Context: an optimization exercise on an open-source flow, tuned for small area, a short achievable clock period and few clock cycles per item. The choices shown serve that exercise and are no tape-out recipe. Function was checked by simulation only, so behaviour that the tests miss may differ from the original.

==> flow/design.v, too long to show whole: its modules and the start of the top module <==
// module se_mul_cs: 4201 lines
// module se_kmul_cs: 1184 lines
// module se_fa: 4 lines
// module se_ha: 4 lines
// module se_bsel: 3 lines
// module se_crc_mat: 37 lines
// module se_alu: 232 lines
// module se_ao21: 8 lines
module se_alu (
    input  wire        clk,
    input  wire        rst,           
    input  wire        in_valid,
    output wire        in_ready,
    input  wire [31:0] in_insn,       
    input  wire [63:0] in_a,          
    input  wire [63:0] in_b,          
    output reg         out_valid,
    input  wire        out_ready,
    output reg  [63:0] out_result,
    output reg         out_illegal
);
  // ...
==> flow/flow/run.sh <==
#!/bin/bash
# Layout flow: the standard ORFS flow (standard.sh, unchanged synthesis)
# with two changes to how the layout is made, none to the constraints:
#  - repair_timing gets a larger setup margin, so it works towards a clock
#    period well below the design's 26 ns (the SDC itself is unchanged);
#  - the port buffers are plain buffers instead of the default choice.
set -euo pipefail
MARGIN=$(cat flow/setup_margin.txt)
sed -e "s/SETUP_SLACK_MARGIN=[0-9.]*/SETUP_SLACK_MARGIN=${MARGIN}/" \
    -e "s/\"\${@:-finish}\"/BUFFER_PORTS_ARGS=\"-buffer_cell sky130_fd_sc_hd__buf_4\" \"\${@:-finish}\"/" \
    standard.sh > standard_margin.sh
bash standard_margin.sh > standard.log 2>&1
==> flow/flow/setup_margin.txt <==
19.5
==> flow/standard.sh <==
#!/bin/bash
# synth_recipe.tcl (not shown) runs the flow's synth.tcl, then flattens the netlist and writes it again
# the make line also repeats each setting of config.mk as NAME=value (left out here)
make -C /OpenROAD-flow-scripts/flow DESIGN_CONFIG=/design/flow/config.mk WORK_HOME=/design/flow/orfs CLKGATE_MAP_FILE= SYNTH_SCRIPT=/design/flow/synth_recipe.tcl "${@:-finish}"
==> flow/config.mk <==
export PLATFORM = sky130hd
export DESIGN_NAME = se_alu
export DESIGN_NICKNAME = se_alu
export VERILOG_FILES = /design/flow/design.v
export SDC_FILE = /design/flow/constraint.sdc
export NUM_CORES = 4
export LEC_CHECK = 0
export CAP_MARGIN = 20
export CORE_MARGIN = 2
export CORE_UTILIZATION = 40
export SETUP_SLACK_MARGIN = 1.0
export SLEW_MARGIN = 20
export SYNTH_HIERARCHICAL = 1
==> flow/constraint.sdc <==
create_clock -name core_clock -period 26.0 [get_ports {clk}]
set_input_delay 5.2000 -clock core_clock [delete_from_list [all_inputs] [get_ports {clk}]]
set_output_delay 5.2000 -clock core_clock [all_outputs]
set_load 0.01 [all_outputs]
==> results.sh, run 1 <==
export IMPL_cap_violations=0
export IMPL_number_of_signal_net_inverters_in_the_final_layout=320
export IMPL_cp_slowest_cell="fa_1"
export IMPL_placement_rows=184
export IMPL_status="no timing/DRC/antenna violations"
export IMPL_gp_routability_congestion=1.02
export IMPL_worstPathMaxFanout=34
export IMPL_startpoint="b0[39]"
export IMPL_well_tap_count=3348
export IMPL_critical_path_top_delay_family="adder cells"
export IMPL_die_area_sq_um=256000
export IMPL_numSequentialCells=507
export IMPL_seq_cell_share_pct=13.5
export IMPL_setup_tns_ps=0
export IMPL_place_area_sq_um=107000
export IMPL_via_count_of_the_first_global_routing_pass=85925
export IMPL_yosysSeqAreaShare_pct=15.0
export IMPL_tritoncts="built"
export IMPL_grt_first_pass_wirelength_microns=646000
export IMPL_die_x_microns=506
export IMPL_vias_after_detailed_routing=82997
export IMPL_postLayoutCoreUtil_pct=44.8
export IMPL_post_synth_top_area_cell="fa_1"
export IMPL_drt_pre_antenna_iters=8
export IMPL_hold_end="sh1[1]"
Testbench counts, summed over its fixed seeds: cycles 24,032, items 24,000.
==> inputs of run 2 (changes only) <==
==> flow/flow/setup_margin.txt (replaced) <==
19.25
==> results.sh, run 2 <==
export IMPL_status="no timing/DRC/antenna violations"
export IMPL_slew_headroom_pct=15.2
export IMPL_cts_hold_buf=0
export IMPL_design_portCount=231
export IMPL_grt_first_pass_wirelength_microns=641000
export IMPL_timing_setup_critical_path_class="in -> reg"
export IMPL_post_synth_most_frequent_cells="xnor2_1, fa_1, a22oi_2"
export IMPL_clock_skew_final_ps=46.8
export IMPL_via_count_of_the_first_global_routing_pass=85415
export IMPL_placement_rows=184
export IMPL_gp_routability_congestion=1.02
export IMPL_synth_ff_latch_count=507
export IMPL_die_x_microns=506
export IMPL_critical_path_startpoint_type="input port"
export IMPL_layout_commonest_cell="xnor2_1"
export IMPL_holdCritPathClass="reg -> reg"
export IMPL_grt_antenna_before_repair=23
export IMPL_vias_after_detailed_routing=81800
export IMPL_grt_overflow=0
export IMPL_core_region_area_sq_um=251000
export IMPL_regToRegSetupSlack_ps=19240
export IMPL_clock_latency_ps=740
export IMPL_yosys_top_cells_area="fa_1, edfxtp_1, xnor2_1"
export IMPL_timing_critical_path_required_ps=26520
export IMPL_cap_violations=0
export IMPL_layout_min_cycle_time_ps=6760
export IMPL_hpwl_microns=320000
export IMPL_num_nets_final=11046
export IMPL_global_route_total_usage_across_every_layer_pct=34.9
export IMPL_layout_overhead_on_the_synthesized_area_pct=10.1
export IMPL_tritoncts="built"
export IMPL_maxSlewViolCount=0
export IMPL_async_s_r_ff_share_synth_pct=0
export IMPL_max_clock_path_buffers=3
export IMPL_post_synth_instance_area_sq_um=101000
export IMPL_synth_top_cell_area_share_pct=29.7
export IMPL_place_area_sq_um=107000
export IMPL_ant_nets=0
export IMPL_fp_dieH_microns=506
export IMPL_final_hold_viols=0
export IMPL_arrival_ps=7290
export IMPL_die_area_sq_um=256000
export IMPL_finalWirelength_microns=456000
export IMPL_port_buffers=225
export IMPL_maximum_operating_frequency_mhz=148
export IMPL_drt_wirelength_per_cell_microns=36.6
export IMPL_worstPathMaxFanout=66
export IMPL_layout_common_cells="xnor2_1, fa_1, a22oi_2"
export IMPL_yosysSeqAreaShare_pct=15.0
export IMPL_path_clk_slew_ps=60
export IMPL_initial_drc_count=10663
export IMPL_synth_cells=8803
export IMPL_cts_inserted_buffers=67
export IMPL_drt_pre_antenna_iters=8
export IMPL_synthMostInstantiatedCell="xnor2_1"
export IMPL_synth_avg_cell_area_sq_um=11.4
export IMPL_maximum_number_of_pins_on_one_net_before_global_route_repair=88
export IMPL_rsz0062_at_grt="true"
export IMPL_initial_utilization_pct=40.1
export IMPL_ctsRootBufferMaster="clkbuf_16"
export IMPL_post_synth_top_area_cell="fa_1"
export IMPL_setup_viol_count_final=0
export IMPL_holdWs_ps=428
export IMPL_clkSinkCount=507
export IMPL_period_share_pct=26.0
export IMPL_worst_slew_pin_transition_ps=1270
export IMPL_ys_flop_type="edfxtp_1"
export IMPL_synth_cell_type_count=106
export IMPL_cts_htree_levels=3
export IMPL_drc=0
export IMPL_end_kind="register"
export IMPL_final_layout_size_suffix_gt1_share_pct=25.0
export IMPL_yosys_warnings=7
export IMPL_avgViaCountPerCell=6.57
export IMPL_fin_area_sq_um=111000
export IMPL_count_of_flip_flops_with_a_built_in_enable_after_synthesis=499
export IMPL_setup_tns_ps=0
run 2: cell counts after synthesis:
Identical to the previous run, type by type.
run 2: area by class of cell:
class                      count  area [sq um]
clock buffer                  81          1750
antenna                       11          27.5
multi-input combinational   7482         82400
timing repair buffer         665          5520
sequential                   507         15100
fill                       23449        140000
tap                         3348          4190
clock inverter                36           364
inverter                     320          1350
run 2: stage by stage:
step           std cells  util (%)  setup slack, ps
3_5_place_dp       12185      42.6            17610
2_1_floorplan       8847         -            15010
6_report           12450      44.2            19240
3_3_place_gp       12182      42.6            17620
5_1_grt            12441      44.2            19190
4_1_cts            12405      43.9            19210
run 2: layer usage:
metal,global-route usage [%],wire length [microns]
met5,0,157
met4,21.7,35300
met3,11.3,54100
met2,52.9,198000
met1,43.1,168000
run 2: worst max-delay path: stages:
cell and delay [ps]:
buf_4 110, nand2b_1 140, or2_4 330, or2_2 330
buf_6 220, nand2_4 250, buf_12 200, o21ai_0 100
a21oi_1 310
run 2: modules after synthesis, one instance, submodules excluded:
module | cells | flip-flops and latches
se_alu | 3994 | 507
se_crc_mat | 478 | 0
se_mul_cs | 192 | 0
se_kmul_cs | 191 | 0
se_bsel | 2 | 0
se_fa | 1 | 0
se_ha | 1 | 0
se_ao21 | 1 | 0
run 2: path summary, 6_finish.rpt:
check | start | endpoint | cells after the start
hold / removal | ill1 | ill2 | 0
hold reg to reg | ill1 | ill2 | 0
setup reg to reg | b0[27] | s1[62] | 15
setup / recovery | in_insn[31] | a0[54] | 9
run 2: cells by family after synthesis:
group	count (synthesis)	synth area share, %
AO/OA/AOI/OAI	2586	23.2
XOR/XNOR	1859	17.2
adder cells (fa/ha/maj)	1839	34.0
buffers and inverters	860	4.27
flip-flops	507	15.0
multiplexers	143	1.57
other	3	0.0112
AND/OR/NAND/NOR	1006	4.67
run 2: what timing repair did:
action,4_1_cts,5_1_grt
pin swaps,9,14
gates resized for setup,100,79
setup buffers,100,30
cloned,3,3
endpoints found under the setup margin,232,132
==> inputs of run 3 (changes only) <==
==> flow/flow/setup_margin.txt (replaced) <==
19.75
==> results.sh, run 3 <==
export IMPL_clock_latency_ps=740
export IMPL_arrival_ps=1280
export IMPL_yosys_warnings=7
export IMPL_hold_start="ill1"
export IMPL_worstPathMaxFanout=1
export IMPL_synth_cell_type_count=106
export IMPL_die_area_sq_um=256000
export IMPL_crit_path_cell_trace="buf_6"
export IMPL_max_clock_path_buffers=3
export IMPL_clock_skew_final_ps=50.8
export IMPL_avgViaCountPerCell=6.64
export IMPL_final_hold_viols=0
export IMPL_hpwl_microns=323000
export IMPL_holdCritPathClass="reg -> reg"
export IMPL_synthMostInstantiatedCell="xnor2_1"
export IMPL_slew_headroom_pct=16.8
export IMPL_finalWirelength_microns=480000
export IMPL_timing_critical_path_required_ps=20800
export IMPL_initial_utilization_pct=40.1
export IMPL_tritoncts="built"
export IMPL_layout_commonest_cell="xnor2_1"
export IMPL_placement_rows=184
export IMPL_ys_flop_type="edfxtp_1"
export IMPL_synth_ff_latch_count=507
export IMPL_layout_common_cells="xnor2_1, fa_1, a22oi_2"
export IMPL_dpl_cell_count=12175
export IMPL_drt_wirelength_per_cell_microns=38.0
export IMPL_end_kind="output pin"
export IMPL_r2r_start="r2[37]"
export IMPL_ant_nets=0
export IMPL_cts_hold_buf=0
export IMPL_critical_path_startpoint_type="register"
export IMPL_maxSlewViolCount=0
export IMPL_grt_overflow=0
export IMPL_gp_routability_congestion=1.00
export IMPL_drc=0
export IMPL_count_of_flip_flops_with_a_built_in_enable_after_synthesis=499
export IMPL_setup_viol_count_final=0
export IMPL_drt_pre_antenna_iters=7
export IMPL_global_route_total_usage_across_every_layer_pct=36.2
export IMPL_async_s_r_ff_share_synth_pct=0
export IMPL_port_buffers=225
export IMPL_post_synth_top_area_cell="fa_1"
export IMPL_cp_slowest_cell="edfxtp_1"
export IMPL_vias_after_detailed_routing=83842
export IMPL_global_route_usage_met2_pct=53.9
export IMPL_post_synth_most_frequent_cells="xnor2_1, fa_1, a22oi_2"
export IMPL_timing_endpoint_of_the_critical_path="out_result[57]"
export IMPL_cap_violations=0
export IMPL_grt_busiest_layer="met2"
export IMPL_initial_drc_count=10936
export IMPL_maximum_number_of_pins_on_one_net_before_global_route_repair=80
export IMPL_startpoint="out_result[57]"
export IMPL_grt_met1_usage_pct=44.3
export IMPL_post_synth_instance_area_sq_um=101000
export IMPL_critical_path_buf_inv_count=1
export IMPL_rsz0062_at_grt="true"
export IMPL_layout_min_cycle_time_ps=6480
export IMPL_fp_dieH_microns=506
export IMPL_layout_overhead_on_the_synthesized_area_pct=14.6
export IMPL_nFillCells=22915
export IMPL_path_clk_slew_ps=60
export IMPL_final_layout_size_suffix_gt1_share_pct=29.0
export IMPL_synth_cells=8803
export IMPL_yosys_top_cells_area="fa_1, edfxtp_1, xnor2_1"
export IMPL_via_count_of_the_first_global_routing_pass=86280
export IMPL_clkSinkCount=507
export IMPL_critical_path_top_delay_family="flip-flops"
export IMPL_slowest_delay_ps=410
export IMPL_gr_layer_usage_met3_pct=12.4
export IMPL_synth_top_cell_area_share_pct=29.7
export IMPL_instances_no_fill=12626
export IMPL_setup_tns_ps=0
export IMPL_die_x_microns=506
export IMPL_timing_setup_critical_path_class="reg -> out"
export IMPL_grt_antenna_before_repair=22
export IMPL_cts_htree_levels=3
export IMPL_maximum_operating_frequency_mhz=154
export IMPL_grt_first_pass_wirelength_microns=660000
export IMPL_timing_critical_path_depth=1
export IMPL_cts_inserted_buffers=68
export IMPL_core_region_area_sq_um=251000
export IMPL_synth_avg_cell_area_sq_um=11.4
export IMPL_regToRegSetupSlack_ps=19580
export IMPL_yosysSeqAreaShare_pct=15.0
export IMPL_crit_reg2reg_capture="out_result[61]"
export IMPL_multi_input_comb_area_sq_um=84000
export IMPL_period_share_pct=24.9
export IMPL_status="no timing/DRC/antenna violations"
export IMPL_worst_slew_pin_transition_ps=1250
export IMPL_design_portCount=231
export IMPL_ff_latch_area_sq_um=15200
export IMPL_num_nets_final=11220
export IMPL_ctsRootBufferMaster="clkbuf_16"
export IMPL_r2r_cells=18
## run 3: changes by cell type in the layout (fill, tap and decap cells not counted), moves of 20 or more
cell and change:
buf_12 +28, fa_1 -20, o21ai_0 -77, o21ai_2 +36, buf_6 +104, a21oi_1 -26, xnor2_2 +30, a21oi_2 +23
fa_2 +20, xnor2_1 -34, o21ai_1 +32
## run 3: worst min-delay path by stage
stage / cells after the start / end
final: 0 / ill2
after global placement: 0 / sh1[1]
after global routing: 0 / sh1[1]
after detailed placement: 0 / sh1[1]
after floorplan: 0 / ill2
after CTS: 0 / sh1[1]
## run 3: layer usage
metal  wire, microns  part of all wire [%]
met1          174000                    36
met2          205000                    43
met3           59200                    12
met4           40900                   8.5
met5             466                 0.097
## run 3: through the flow
| step | setup slack (ps) | instance area, sq um | hold WS (ps) | util, % |
|---|---|---|---|---|
| final | 19520 | 115000 | 431 | 46.0 |
| after global routing | 19480 | 115000 | 442 | 46.0 |
| after CTS | 19470 | 113000 | 435 | 45.1 |
| after detailed placement | 17550 | 107000 | 419 | 42.7 |
| after global placement | 17610 | 107000 | 408 | 42.7 |
| after floorplan | 15020 | 102000 | 400 | - |
## run 3: area by class of cell
| class | count | area share (%) |
|---|---|---|
| multi-input cells | 7487 | 72.8 |
| flip-flops and latches | 507 | 13.1 |
| well taps | 3348 | 3.63 |
| diodes | 8 | 0.0173 |
| clock inverters | 49 | 0.462 |
| clock buffers | 74 | 1.51 |
| inverters | 320 | 1.17 |
| repair buffers | 833 | 7.26 |
## run 3: Yosys stat by module (local to each module, per instance)
module | cell area (sq um) | cells inside | flops+latches | copies in the design
se_crc_mat | 5030 | 478 | 0 | 1
se_mul_cs | 1360 | 192 | 0 | 1
se_kmul_cs | 1190 | 191 | 0 | 1
se_alu | 37700 | 3994 | 507 | 1
se_ao21 | 7.51 | 1 | 0 | 256
se_ha | 12.5 | 1 | 0 | 90
se_fa | 20.0 | 1 | 0 | 1490
se_bsel | 21.3 | 2 | 0 | 1056
## run 3: logic make-up (layout without fill, tap and decap cells)
| group | after synthesis | in the layout | share of synthesized area [%] |
|---|---|---|---|
| buf+inv | 860 | 1276 | 4.27 |
| compound gates | 2586 | 2586 | 23.2 |
| simple gates | 1006 | 1013 | 4.67 |
| flops | 507 | 507 | 15.0 |
| other cells | 3 | 55 | 0.0112 |
| mux | 143 | 143 | 1.57 |
| fa+ha+maj | 1839 | 1839 | 34.0 |
| xor+xnor | 1859 | 1859 | 17.2 |
## run 3: timing repair
action / 4_1_cts / 5_1_grt
gates resized for setup: 362 / 272
endpoints found under the setup margin: 333 / 233
pin swaps: 85 / 97
gates cloned: 22 / 20
setup buffers: 186 / 90
==> inputs of run 4 (changes only) <==
==> flow/flow/setup_margin.txt (replaced) <==
19.5
--- a/flow/config.mk
+++ b/flow/config.mk
@@ -7,7 +7,7 @@
 export LEC_CHECK = 0
 export CAP_MARGIN = 20
 export CORE_MARGIN = 2
-export CORE_UTILIZATION = 40
+export CORE_UTILIZATION = 45
 export SETUP_SLACK_MARGIN = 1.0
 export SLEW_MARGIN = 20
 export SYNTH_HIERARCHICAL = 1
==> results.sh, run 4 <==
export IMPL_status="no timing/DRC/antenna violations"
export IMPL_gp_routability_congestion=1.02
export IMPL_place_area_sq_um=106000
export IMPL_instances_no_fill=12174
export IMPL_post_synth_instance_area_sq_um=101000
export IMPL_worstPathMaxFanout=33
export IMPL_finalWirelength_microns=457000
export IMPL_clock_latency_ps=760
export IMPL_drt_pre_antenna_iters=11
export IMPL_max_clock_path_buffers=3
export IMPL_cap_violations=0
export IMPL_yosysSeqAreaShare_pct=15.0
export IMPL_fin_area_sq_um=112000
export IMPL_via_count_of_the_first_global_routing_pass=84288
export IMPL_grt_overflow=0
export IMPL_vias_after_detailed_routing=82322
export IMPL_grt_first_pass_wirelength_microns=639000
export IMPL_arrival_ps=7120
export IMPL_critical_path_top_delay_family="adder cells"
export IMPL_ctsRootBufferMaster="clkbuf_16"
export IMPL_async_s_r_ff_share_synth_pct=0
export IMPL_maximum_number_of_pins_on_one_net_before_global_route_repair=81
export IMPL_cts_inserted_buffers=61
export IMPL_tritoncts="built"
export IMPL_slowest_delay_ps=690
export IMPL_die_x_microns=477
export IMPL_maximum_operating_frequency_mhz=152
export IMPL_layout_commonest_cell="xnor2_1"
export IMPL_synth_cell_type_count=106
export IMPL_clkSinkCount=507
export IMPL_critical_path_buf_inv_count=2
export IMPL_initial_drc_count=10816
export IMPL_post_synth_most_frequent_cells="xnor2_1, fa_1, a22oi_2"
export IMPL_dpl_cell_count=11774
export IMPL_final_hold_viols=0
export IMPL_holdWs_ps=479
export IMPL_post_synth_top_area_cell="fa_1"
export IMPL_yosys_warnings=7
export IMPL_timing_setup_critical_path_class="reg -> reg"
export IMPL_synth_avg_cell_area_sq_um=11.4
export IMPL_synthMostInstantiatedCell="xnor2_1"
export IMPL_global_route_total_usage_across_every_layer_pct=39.1
export IMPL_count_of_flip_flops_with_a_built_in_enable_after_synthesis=499
export IMPL_layout_common_cells="xnor2_1, fa_1, a22oi_2"
export IMPL_design_portCount=231
export IMPL_grt_antenna_before_repair=19
export IMPL_timing_critical_path_required_ps=26530
export IMPL_critical_path_startpoint_type="register"
export IMPL_cp_slowest_cell="fa_1"
export IMPL_path_clk_slew_ps=80
export IMPL_clock_skew_final_ps=63.1
export IMPL_port_buffers=225
export IMPL_hpwl_microns=317000
export IMPL_core_region_area_sq_um=222000
export IMPL_maxSlewViolCount=0
export IMPL_synth_top_cell_area_share_pct=29.7
export IMPL_drt_wirelength_per_cell_microns=37.6
export IMPL_rsz0062_at_grt="true"
export IMPL_yosys_top_cells_area="fa_1, edfxtp_1, xnor2_1"
export IMPL_avgViaCountPerCell=6.76
export IMPL_holdCritPathClass="reg -> reg"
export IMPL_setup_viol_count_final=0
export IMPL_ant_nets=0
export IMPL_slew_headroom_pct=13.1
export IMPL_path_common_cell="fa_1"
export IMPL_synth_cells=8803
export IMPL_period_share_pct=25.3
export IMPL_layout_overhead_on_the_synthesized_area_pct=11.4
export IMPL_cts_htree_levels=2
export IMPL_end_kind="register"
export IMPL_ys_flop_type="edfxtp_1"
export IMPL_initial_utilization_pct=45.3
export IMPL_fp_dieH_microns=477
export IMPL_placement_rows=173
export IMPL_synth_ff_latch_count=507
export IMPL_drc=0
export IMPL_worst_slew_pin_transition_ps=1300
export IMPL_setup_tns_ps=0
export IMPL_num_nets_final=11141
export IMPL_final_layout_size_suffix_gt1_share_pct=26.8
export IMPL_crit_path_cell_trace="buf_6 > xnor2_1 > nor2_4 > buf_6 > a22oi_2 > xnor2_1 > fa_1 > fa_1 > fa_1 > fa_1 > fa_2 > fa_1 > fa_2 > a21o_1"
export IMPL_layout_min_cycle_time_ps=6580
export IMPL_die_area_sq_um=227000
## run 4: layer usage
metal / GRT usage [%] / share of wire (%)
met1: 49.6 / 37
met2: 58.9 / 43
met3: 12.0 / 12
met4: 23.0 / 7.7
met5: 0.189 / 0.028
## run 4: Yosys stat by module (local to each module, per instance), a selection
module	area, sq um	times used
se_mul_cs	1360	1
se_alu	37700	1
se_bsel	21.3	1056
se_ha	12.5	90
se_crc_mat	5030	1
se_ao21	7.51	256
se_kmul_cs	1190	1
## run 4: logic make-up after synthesis
| logic type | after synthesis | synth area share, % |
|---|---|---|
| AOI/OAI and AO/OA | 2586 | 23.2 |
| xor gates and xnor gates | 1859 | 17.2 |
| adders and majority gates | 1839 | 34.0 |
| and+or+nand+nor | 1006 | 4.67 |
| buffers and inverters | 860 | 4.27 |
| DFF | 507 | 15.0 |
| muxes | 143 | 1.57 |
| other | 3 | 0.0112 |
## run 4: worst paths after layout
kind / slack (ps) / start / to / depth (start not counted)
setup / recovery: 19420 / b0[21] / s1[45] / 14
hold reg to reg: 480 / v0 / v0 / 2
setup reg to reg: 19420 / b0[21] / s1[45] / 14
hold / removal: 480 / v0 / v0 / 2
## run 4: final cells by class
type,count,area (sq um)
clock buffer,69,1580
inverter,320,1360
multi-input combinational,7482,83100
sequential,507,15200
clock inverter,46,433
tap,2975,3720
fill,19955,110000
antenna,9,22.5
timing repair buffer,766,6820
## run 4: stage by stage
step           setup slack, ps  utilization, %
3_3_place_gp             17870            47.8
6_report                 19420            50.4
4_1_cts                  19430            49.7
2_1_floorplan            15010               -
3_5_place_dp             17850            47.8
5_1_grt                  19440            50.4
## run 4: timing repair
| action | CTS | global route |
|---|---|---|
| buffers inserted | 167 | 98 |
| hold endpoints to repair | 0 | 0 |
| gates cloned | 4 | 7 |
| hold buffers | 0 | 0 |
| pin swaps | 22 | 62 |
| gates resized for setup | 164 | 164 |
| setup endpoints to repair | 303 | 160 |
## run 4: tightest hold or removal path, cell delays in order, from the launching register on
cell and delay (ps):
dfxtp_1 320, nand2b_1 60, a21oi_1 50

-- what the ideal ports hide --
Ports are ideal in the flow. The routed layouts listed here were re-timed in OpenROAD. Step 1, drivers: a clkbuf_16 drives clk and a buf_2 each remaining input, both assumed. Step 2, shift: input delay + t, output delay - t, t = (earliest + latest rising clock arrival at the registers) / 2. This alone moves slack from input paths to output paths. Slacks: no drivers / after step 1 / after step 2; pairs: no drivers / after step 1.
run	shift t [ns]	slack for setup (ns)	hold WS [ns]	worst register clock-pin slew, ns	worst slew at a driven data input, ns
run 1	0.819	19.444 / 19.422 / 18.691	0.416 / 0.416 / 0.416	0.09 / 0.09	0.14
run 2	0.817	19.235 / 19.245 / 18.461	0.428 / 0.428 / 0.428	0.07 / 0.07	0.10
run 3	0.808	19.517 / 19.427 / 18.937	0.431 / 0.431 / 0.431	0.07 / 0.07	0.10
run 4	0.833	19.417 / 19.375 / 18.679	0.479 / 0.479 / 0.479	0.08 / 0.08	0.08
After both steps setup and hold are still met in every run listed. The setup slack of run 2, which loses most, moves by +0.010 ns with the drivers and by -0.774 ns with both steps.
